Source: an optimization exercise on an open RTL-to-GDS flow (aim: small area and a short achievable clock period). Production flows keep margins and buffers that such runs may drop.
Function was checked by simulation only, so behaviour that the tests miss may differ from the original.

==> run G: inputs <==
==> flow/design.v (excerpt) <==
module frame_phase (
    input  wire        clk,
    input  wire        rst_n,         
    input  wire        cmd_valid,
    input  wire [2:0]  cmd_op,
    input  wire [2:0]  cmd_frame,
    input  wire [63:0] cmd_tick,      
    input  wire [63:0] cmd_data,
    output reg         r_valid,
    output reg  [47:0] r_acc,
    output wire [47:0] r_phase
);
export LEC_CHECK = 0
export ABC_AREA = 1
export CAP_MARGIN = 20
export CORE_MARGIN = 2
export CORE_UTILIZATION = 55
export CTS_BUF_LIST = sky130_fd_sc_hd__clkbuf_16
export CTS_CLUSTER_DIAMETER = 80
export CTS_CLUSTER_SIZE = 25
export SLEW_MARGIN = 20
create_clock -name core_clock -period 18.0 [get_ports {clk}]
standard.sh (not shown) runs the stock make flow with config.mk's settings and CLKGATE_MAP_FILE= SYNTH_SCRIPT=/design/flow/synth_recipe.tcl, a recipe that flattens the netlist after the stock synthesis.
==> flow/flow/run.sh <==
#!/bin/bash
set -euo pipefail
bash standard.sh SETUP_SLACK_MARGIN=13 "BUFFER_PORTS_ARGS=-buffer_cell sky130_fd_sc_hd__buf_2" finish > flow_make.log 2>&1
==> run B (differences from run G) <==
--- a/flow/design.v
+++ b/flow/design.v
@@ -35,16 +35,16 @@
         s0_tick  <= cmd_tick[47:0];
         s0_data  <= cmd_data[31:0] ^ {32{cmd_op == OP_SET_PHASE}};
     end
     reg [47:0] freq0, freq1, freq2, freq3, freq4, freq5, freq6, freq7;
     reg [47:0] anch0, anch1, anch2, anch3, anch4, anch5, anch6, anch7;
     reg [7:0]  freq_ok, anch_ok;
     wire [7:0] in_sel = 8'd1 << cmd_frame;
-    wire in_setf  = acc_cmd & (cmd_op == OP_SET_FREQ);
-    wire in_wa    = acc_cmd & (cmd_op == OP_WR_ANCHOR);
+    wire in_setf  = cmd_valid & (cmd_op == OP_SET_FREQ);
+    wire in_wa    = cmd_valid & (cmd_op == OP_WR_ANCHOR);
     wire in_wanch = in_wa | (in_setf & cmd_data[48]);
     wire [7:0] we_freq = {8{in_setf}} & in_sel;
     wire [7:0] we_anch = {8{in_wanch}} & in_sel;
     wire [47:0] anch_new = in_wa ? cmd_data[47:0] : cmd_tick[47:0];
     always @(posedge clk) begin
         if (we_freq[0]) freq0 <= cmd_data[47:0];
         if (we_freq[1]) freq1 <= cmd_data[47:0];
@@ -1858,43 +1858,43 @@
     assign lo_s[14] = lo_p[14] ^ lo_G18;
     assign lo_s[15] = lo_p[15] ^ lo_G25;
     assign lo_co = lo_G14;
     reg [15:0] s2_lo;
     reg        s2_c16;
     reg [47:16] s2_S, s2_C;
     reg [3-1:0] s2_L;     
-    reg [7:0]  s2_rsel;      
+    reg [7:0]  po_ok;
+    wire [7:0] po_ok_nx;     
+    reg [7:0]  s2_psel;      
     reg [7:0]  s2_wsel;      
     reg        s2_q, s2_sp, s2_ax, s2_az;
     always @(posedge clk) begin
         s2_lo   <= lo_s;
         s2_c16  <= lo_co;
         s2_S    <= m_S[47:16];
         s2_C    <= m_C[47:16];
         s2_L    <= m_top_l;
-        s2_rsel <= s1_sel & {8{s1_q | s1_sh}};
+        s2_psel <= s1_sel & {8{s1_q | s1_sh}} & po_ok_nx;
         s2_wsel <= s1_sel & {8{rst_n & (s1_sh | s1_sp | s1_wp | s1_clr)}};
         s2_ax   <= s1_ax;
         s2_az   <= s1_az;
         s2_q    <= rst_n & s1_q;
         s2_sp   <= rst_n & s1_sp;
     end
     reg [31:0] po0, po1, po2, po3, po4, po5, po6, po7;
-    reg [7:0]  po_ok;
-    wire [7:0] s2_psel = s2_rsel & po_ok;
     wire [31:0] po_m =
         ({32{s2_psel[0]}} & po0) | ({32{s2_psel[1]}} & po1) |
         ({32{s2_psel[2]}} & po2) | ({32{s2_psel[3]}} & po3) |
         ({32{s2_psel[4]}} & po4) | ({32{s2_psel[5]}} & po5) |
         ({32{s2_psel[6]}} & po6) | ({32{s2_psel[7]}} & po7);
     wire        c16 = s2_c16;
     wire [31:0] sh_ = {s2_S[47] ^ (^s2_L), s2_S[46:16]};
     wire [31:0] ch_ = s2_C[47:16];
-    wire [31:0] a1x = po_m ^ sh_ ^ ch_;
-    wire [31:0] a1y = (po_m & sh_) | (ch_ & (po_m ^ sh_));
+    wire [31:0] a1x, a1y;
+    assign {a1y, a1x} = {po_m & sh_ | ch_ & (po_m ^ sh_), po_m ^ sh_ ^ ch_};
     wire [31:0] a1z = {a1y[30:0], c16};
     wire [31:0] ad1_p, ad1_g, ad1_s;
     wire ad1_co;
     assign ad1_p[0] = a1x[0] ^ a1z[0];
     assign ad1_g[0] = a1x[0] & a1z[0];
     assign ad1_p[1] = a1x[1] ^ a1z[1];
     assign ad1_g[1] = a1x[1] & a1z[1];
@@ -2101,21 +2101,22 @@
     assign ad1_s[27] = ad1_p[27] ^ ad1_G54;
     assign ad1_s[28] = ad1_p[28] ^ ad1_G34;
     assign ad1_s[29] = ad1_p[29] ^ ad1_G55;
     assign ad1_s[30] = ad1_p[30] ^ ad1_G41;
     assign ad1_s[31] = ad1_p[31] ^ ad1_G56;
     assign ad1_co = ad1_G30;
     wire [31:0] a1 = ad1_s;
-    wire [31:0] a2x = po_m ^ ~sh_ ^ ~ch_;
-    wire [31:0] a2y = (po_m & ~sh_) | (~ch_ & (po_m ^ ~sh_));
-    wire [31:0] a2z = {a2y[30:0], 1'b0};
+    wire [31:0] npo = ~po_m;
+    wire [31:0] a2x, a2y;
+    assign {a2y, a2x} = {npo & sh_ | ch_ & (npo ^ sh_), npo ^ sh_ ^ ch_};
+    wire [31:0] a2z = {a2y[30:0], c16};
     wire [31:0] ad2_p, ad2_g, ad2_s;
     wire ad2_co;
     assign ad2_p[0] = a2x[0] ^ a2z[0];
-    assign ad2_g[0] = (a2x[0] & a2z[0]) | (ad2_p[0] & ~c16);
+    assign ad2_g[0] = (a2x[0] & a2z[0]) | (ad2_p[0] & 1'b1);
     assign ad2_p[1] = a2x[1] ^ a2z[1];
     assign ad2_g[1] = a2x[1] & a2z[1];
     assign ad2_p[2] = a2x[2] ^ a2z[2];
     assign ad2_g[2] = a2x[2] & a2z[2];
     assign ad2_p[3] = a2x[3] ^ a2z[3];
     assign ad2_g[3] = a2x[3] & a2z[3];
     assign ad2_p[4] = a2x[4] ^ a2z[4];
@@ -2283,15 +2284,15 @@
     wire ad2_P53 = ad2_p[24] & ad2_P31;
     wire ad2_G54 = ad2_g[26] | (ad2_p[26] & ad2_G40);
     wire ad2_P54 = ad2_p[26] & ad2_P40;
     wire ad2_G55 = ad2_g[28] | (ad2_p[28] & ad2_G34);
     wire ad2_P55 = ad2_p[28] & ad2_P34;
     wire ad2_G56 = ad2_g[30] | (ad2_p[30] & ad2_G41);
     wire ad2_P56 = ad2_p[30] & ad2_P41;
-    assign ad2_s[0] = ad2_p[0] ^ ~c16;
+    assign ad2_s[0] = ad2_p[0] ^ 1'b1;
     assign ad2_s[1] = ad2_p[1] ^ ad2_g[0];
     assign ad2_s[2] = ad2_p[2] ^ ad2_G0;
     assign ad2_s[3] = ad2_p[3] ^ ad2_G42;
     assign ad2_s[4] = ad2_p[4] ^ ad2_G16;
     assign ad2_s[5] = ad2_p[5] ^ ad2_G43;
     assign ad2_s[6] = ad2_p[6] ^ ad2_G35;
     assign ad2_s[7] = ad2_p[7] ^ ad2_G44;
@@ -2317,33 +2318,30 @@
     assign ad2_s[27] = ad2_p[27] ^ ad2_G54;
     assign ad2_s[28] = ad2_p[28] ^ ad2_G34;
     assign ad2_s[29] = ad2_p[29] ^ ad2_G55;
     assign ad2_s[30] = ad2_p[30] ^ ad2_G41;
     assign ad2_s[31] = ad2_p[31] ^ ad2_G56;
     assign ad2_co = ad2_G30;
     wire [31:0] a2 = ad2_s;
-    wire [31:0] ph_hi = (s2_ax ? ~a2 : a1) ^ {s2_az, 31'd0};
-    wire [31:0] po_new = s2_sp ? a2 : a1;
+    wire [31:0] ph_hi = (s2_ax ? a2 : a1) ^ {s2_az, 31'd0};
+    wire [31:0] po_new = a1 ^ {32{s2_sp}};
     wire [7:0] we_po = s2_wsel;
     always @(posedge clk) begin
         if (we_po[0]) po0 <= po_new;
         if (we_po[1]) po1 <= po_new;
         if (we_po[2]) po2 <= po_new;
         if (we_po[3]) po3 <= po_new;
         if (we_po[4]) po4 <= po_new;
         if (we_po[5]) po5 <= po_new;
         if (we_po[6]) po6 <= po_new;
         if (we_po[7]) po7 <= po_new;
     end
-    always @(posedge clk) begin
-        if (!rst_n)
-            po_ok <= 8'd0;
-        else
-            po_ok <= po_ok | we_po;
-    end
+    assign po_ok_nx = {8{rst_n}} & (po_ok | we_po);
+    always @(posedge clk)
+        po_ok <= po_ok_nx;
     reg [31:0] r_ph_hi;
     always @(posedge clk) begin
         r_valid <= rst_n & s2_q;
         r_acc   <= {a1, s2_lo};
         r_ph_hi <= ph_hi;
     end
     assign r_phase = {r_ph_hi, r_acc[15:0]};
- CORE_UTILIZATION: 55 -> 60
==> flow_summary.ini <==
[synth]
synth_top_cells_by_count = edfxtp_1, nand2_1, inv_1, xor2_1, fa_1
yosys.area_share.simple_pct = 7.298

[global_route]
grt_max_degree = 60
grt_pass1_wl_um = 374800

[worst_setup_path]
r2r-start = s1_dt[39]
startpoint_type = register

[power_and_ir_drop]
p_int_uw = 4843
finalPower_uw = 6451
cellPowerDensity_nw_per_um2 = 72.96
clock_power_share_pct = 33.3

[floorplan]
tap_cells = 1917
num_rows = 140
coreArea_um2 = 145400

[detailed_routing]
wirelength_um = 265400

[final_layout]
area.sequential_um2 = 40740
layout_common_cells = edfxtp_1, nand2_1, inv_1

[outcome]
status = finished clean
the above is filed under run G

==> flow_summary.ini <==
[outcome]
status = finished clean

[floorplan]
initial_core_util_pct = 60.62
num_rows = 133
tap_cells = 1755
coreArea_um2 = 132000

[synth]
synth_top_cells_by_count = edfxtp_1, nand2_1, inv_1, xor2_1, fa_1
yosys.area_share.simple_pct = 6.722
muxShareOfSynthArea_pct = 0.2377

[detailed_routing]
wirelength_um = 256200

[global_route]
grt_pass1_wl_um = 365700

[worst_setup_path]
critical_path.top_delay_family = simple AND/OR/NAND/NOR gates
startpoint_type = primary input

[final_layout]
seq_share_pct = 46.24
layout_commonest_cell = edfxtp_1
layout_common_cells = edfxtp_1, nand2_1, inv_1

[power_and_ir_drop]
clock_power_share_pct = 33.2
p_int_uw = 4884
finalPower_uw = 6524
cellPowerDensity_nw_per_um2 = 74.06
clk-power_uw = 2170
the above is filed under run B

==> what the ideal ports hide <==
In the flow no input, the clock included, has a driving cell. The finished layouts below were timed again as built, in two steps.
Step 1: set_driving_cell puts a clkbuf_16 on clk and a buf_2 on each other input, an assumption about the parent block.
Step 2 also shifts input and output timing later by t, the mid clock arrival at the registers, as if the neighbouring blocks saw the same clock.
a / b / c = ideal ports / drivers / drivers and shift; a / b = the first two.
run | shift t [ns] | setup slack, ns | worst register clock-pin slew, ns
run G | 0.809 | 13.002 / 12.956 / 12.255 | 0.10 / 0.10
run B | 0.797 | 13.003 / 13.002 / 12.236 | 0.10 / 0.10
After both steps every run listed still meets setup and hold. The setup slack of run B, which loses most, moves by -0.001 ns with the drivers and by -0.767 ns with both steps.
